Background: an optimization exercise with open tools, aiming at small area, a short achievable clock period and few clock cycles per item. Do not read the settings as production practice.
Only simulation tests tie the RTL to the original design; equivalence was not proved.

## build 5
// winnow_key
module winnow_key (
    input  wire        clk,
    input  wire        rst,
    input  wire        req_valid,
    output wire        req_ready,
    input  wire [31:0] req_period,
    input  wire [9:0]  req_n_inst,
    input  wire [15:0] req_i_pred,
    input  wire        req_pol,
    input  wire [15:0] req_p_sw,
    input  wire [7:0]  req_k_th,
    input  wire [7:0]  req_th_code,
    input  wire        cell_valid,
    output wire        cell_ready,
    input  wire        cell_last,
    input  wire [15:0] cell_vcap,
    input  wire [18:0] cell_tau,
    input  wire [23:0] cell_cgain,
    input  wire [7:0]  cell_temp,
    input  wire        cell_ins,
    input  wire [9:0]  cell_pos,
    output reg         out_valid,
    output reg         out_last,
    output reg  [33:0] out_ck
);
    localparam integer MS = 2;               
    localparam integer MOD_CYC = (32 + MS - 1) / MS;   
    localparam integer PW = MOD_CYC * MS;              
    localparam [5:0] READY_AT = (MOD_CYC >= 3) ? MOD_CYC - 3 : 0;
    reg        req_ready_r;
    reg        req_nld;        
    reg        cell_ready_r;
    reg        cell_nrdy;      
    assign req_ready  = req_ready_r;
    assign cell_ready = cell_ready_r;
    reg [7:0]  r_one, r_two, r_neg;    
    reg        r_ip_sign, r_pol;
    reg [15:0] r_p_sw;
    reg [7:0]  r_k_th;
    reg [7:0]  r_th_code;
    reg [9:0]  r_n;
    reg [9:0]  rot;
    reg [PW-1:0] r_per;        
    reg [5:0]  mcnt;
    reg        mod_run;
    wire req_fire  = req_valid && !req_nld;
    wire cell_fire = cell_valid && !cell_nrdy;
    reg [9:0]  rem_c [0:MS];
    reg [10:0] rsh, rsub;
    integer mi;
    always @(*) begin
        rem_c[0] = rot;
        for (mi = 0; mi < MS; mi = mi + 1) begin
            rsh  = {rem_c[mi], r_per[PW - 1 - mi]};
            rsub = rsh - {1'b0, r_n};
            rem_c[mi + 1] = rsub[10] ? rsh[9:0] : rsub[9:0];
        end
    end
    reg [7:0] ip_one, ip_two, ip_neg;
    reg [2:0] ipb;
    integer bi;
    always @(*) begin
        for (bi = 0; bi < 8; bi = bi + 1) begin
            ipb = {req_i_pred[2 * bi + 1], req_i_pred[2 * bi], (bi == 0) ? 1'b0 : req_i_pred[2 * bi - 1]};
            ip_one[bi] = ipb[1] ^ ipb[0];
            ip_two[bi] = (ipb[2] & ~ipb[1] & ~ipb[0]) | (~ipb[2] & ipb[1] & ipb[0]);
  ...
Size: roughly 210 I/O pins, about 0.045 sq mm of cells after synthesis.
clock: 25.0 ns
lec_check: 0
abc_area: 1
cap_margin: 20
core_margin: 2
core_utilization: 55
cts_cluster_diameter: 100
cts_cluster_size: 24
slew_margin: 20
standard.sh (not shown) runs the stock make flow with config.mk's settings and CLKGATE_MAP_FILE= SYNTH_SCRIPT=/design/flow/synth_recipe.tcl, a recipe that flattens the netlist after the stock synthesis.
==> flow/flow/run.sh <==
#!/bin/bash
set -euo pipefail
here=$(pwd)
bash standard.sh "BUFFER_PORTS_ARGS=-buffer_cell sky130_fd_sc_hd__buf_4" \
    "POST_GLOBAL_PLACE_TCL=$here/flow/input_buffers.tcl" finish > flow_make.log 2>&1
==> flow/flow/input_buffers.tcl <==
# After global placement: the standard flow has buffered every port with
# sky130_fd_sc_hd__buf_4 (BUFFER_PORTS_ARGS in run.sh); the inputs have timing
# slack, so their buffers are made sky130_fd_sc_hd__buf_1. The output buffers,
# which drive the output load, stay buf_4.
set n 0
foreach inst [get_cells input*] {
  if { [get_property $inst ref_name] == "sky130_fd_sc_hd__buf_4" } {
    replace_cell $inst sky130_fd_sc_hd__buf_1
    incr n
  }
}
puts "input port buffers made sky130_fd_sc_hd__buf_1: $n"
Testbench counts of build 5, summed over its fixed seeds: cycles 12,040, items 11,512.
## Diff of input files: build 63 against build 5
Settings: a change of CTS_CLUSTER_DIAMETER from 100 to 80; a change of CTS_CLUSTER_SIZE from 24 to 32; a change of CORE_UTILIZATION from 55 to 40.
Notes after the runs:
- Data required time of the critical path of build 5 is on par with build 63.
- Build 5 → build 63: placeable core region increased 0.030 sq mm; worst setup margin fell by 8.1 ps; growth of design area from synthesis to finish has increased; post-route non-filler standard cell count increased by about 7% relative to the old numbers.
- The lower number of antenna cells inserted came out of build 63.
- Clock skew across build 63 and build 5: no real change.
- Summary: with build 5 as the reference, total cell area at the placement stage in build 63 moved up slightly.
--- input diff build 63..build 84 ---
Settings: CTS_CLUSTER_SIZE: 32 -> 24; CTS_CLUSTER_DIAMETER: 80 -> 100; CORE_UTILIZATION: 40 -> 70.
--- outcome ---
- The higher total CTS buffers of build 84 and build 63 is in build 63.
- From build 63 to build 84 the numbers moved as follows: die area now sits lower, core utilization now sits higher.
diff inputs: build 84 => build 88
Settings: CORE_UTILIZATION changed from 70 to 55.
==> flow/flow/run.sh <==
#!/bin/bash
set -euo pipefail
here=$(pwd)
bash standard.sh "BUFFER_PORTS_ARGS=-buffer_cell sky130_fd_sc_hd__buf_4" \
    "POST_GLOBAL_PLACE_TCL=$here/flow/input_buffers.tcl" \
    "CTS_ARGS=-sink_clustering_enable -repair_clock_nets -sink_clustering_size 24 -sink_clustering_max_diameter 100 -sink_clustering_levels 1" finish > flow_make.log 2>&1
Notes after the runs:
In the final reports, the cell area of build 88 is larger than that of build 84. Changes observed in build 88 relative to build 84: layout overhead on the synthesized area has increased, relative slew slack has decreased, share of the cycle needed by the critical path after routing has remained practically unchanged, well tap count has increased.
Input-level comparison between build 21 and build 88:
Settings: clearing CTS_CLUSTER_SIZE, which used to be 24; clearing CTS_CLUSTER_DIAMETER, which used to be 100; swapping 55 for 40 in CORE_UTILIZATION.
==> flow/flow/run.sh <==
#!/bin/bash
set -euo pipefail
here=$(pwd)
bash standard.sh "BUFFER_PORTS_ARGS=-buffer_cell sky130_fd_sc_hd__buf_4" \
    "POST_GLOBAL_PLACE_TCL=$here/flow/input_buffers.tcl" finish > flow_make.log 2>&1
Row combined global-route utilization of all metal layers: build 21 lower / build 88 higher
Of build 21 and build 88, the run reporting the lower post-place instance area was build 88.
Diff build 88 -> build 21: relative area of non-clock buffer cells in the final design neither gained nor lost much, area of the core region picked up an extra 38%.
Of the two values seen for startpoint of the worst setup timing path, out_ck[1] was produced by build 21 and req_ready_r by build 88.

port drivers added, routing unchanged:
The flow's constraints put no driver on any port. The routed layouts listed below were extracted and timed again, unchanged, in two steps.
Step 1 (the two cells are an assumption about what drives the block):
set clk [get_ports {clk}]
set_driving_cell -lib_cell sky130_fd_sc_hd__clkbuf_16 $clk
set_driving_cell -lib_cell sky130_fd_sc_hd__buf_2 [delete_from_list [all_inputs] $clk]
Step 2 moves the port delays by t, midway between the first and last clock arrival at a register: inputs arrive t later, outputs are due t later. That takes back most of the time a late clock gives input paths.
Three values: ideal, step 1, step 2; two values: the first two.
run	t (ns)	setup WS [ns]	worst data-port slew with drivers (ns)
build 5	0.697	18.866 / 18.798 / 18.979	0.17
build 63	0.725	18.858 / 18.791 / 18.906	0.06
build 84	0.675	18.868 / 18.856 / 18.859	0.07
build 88	0.697	18.866 / 18.798 / 18.979	0.17
build 21	0.707	18.902 / 18.834 / 18.914	0.07
After both steps every run listed still meets setup and hold. For build 84, which loses most, drivers alone change the setup slack by -0.012 ns; drivers and shift together by -0.009 ns.
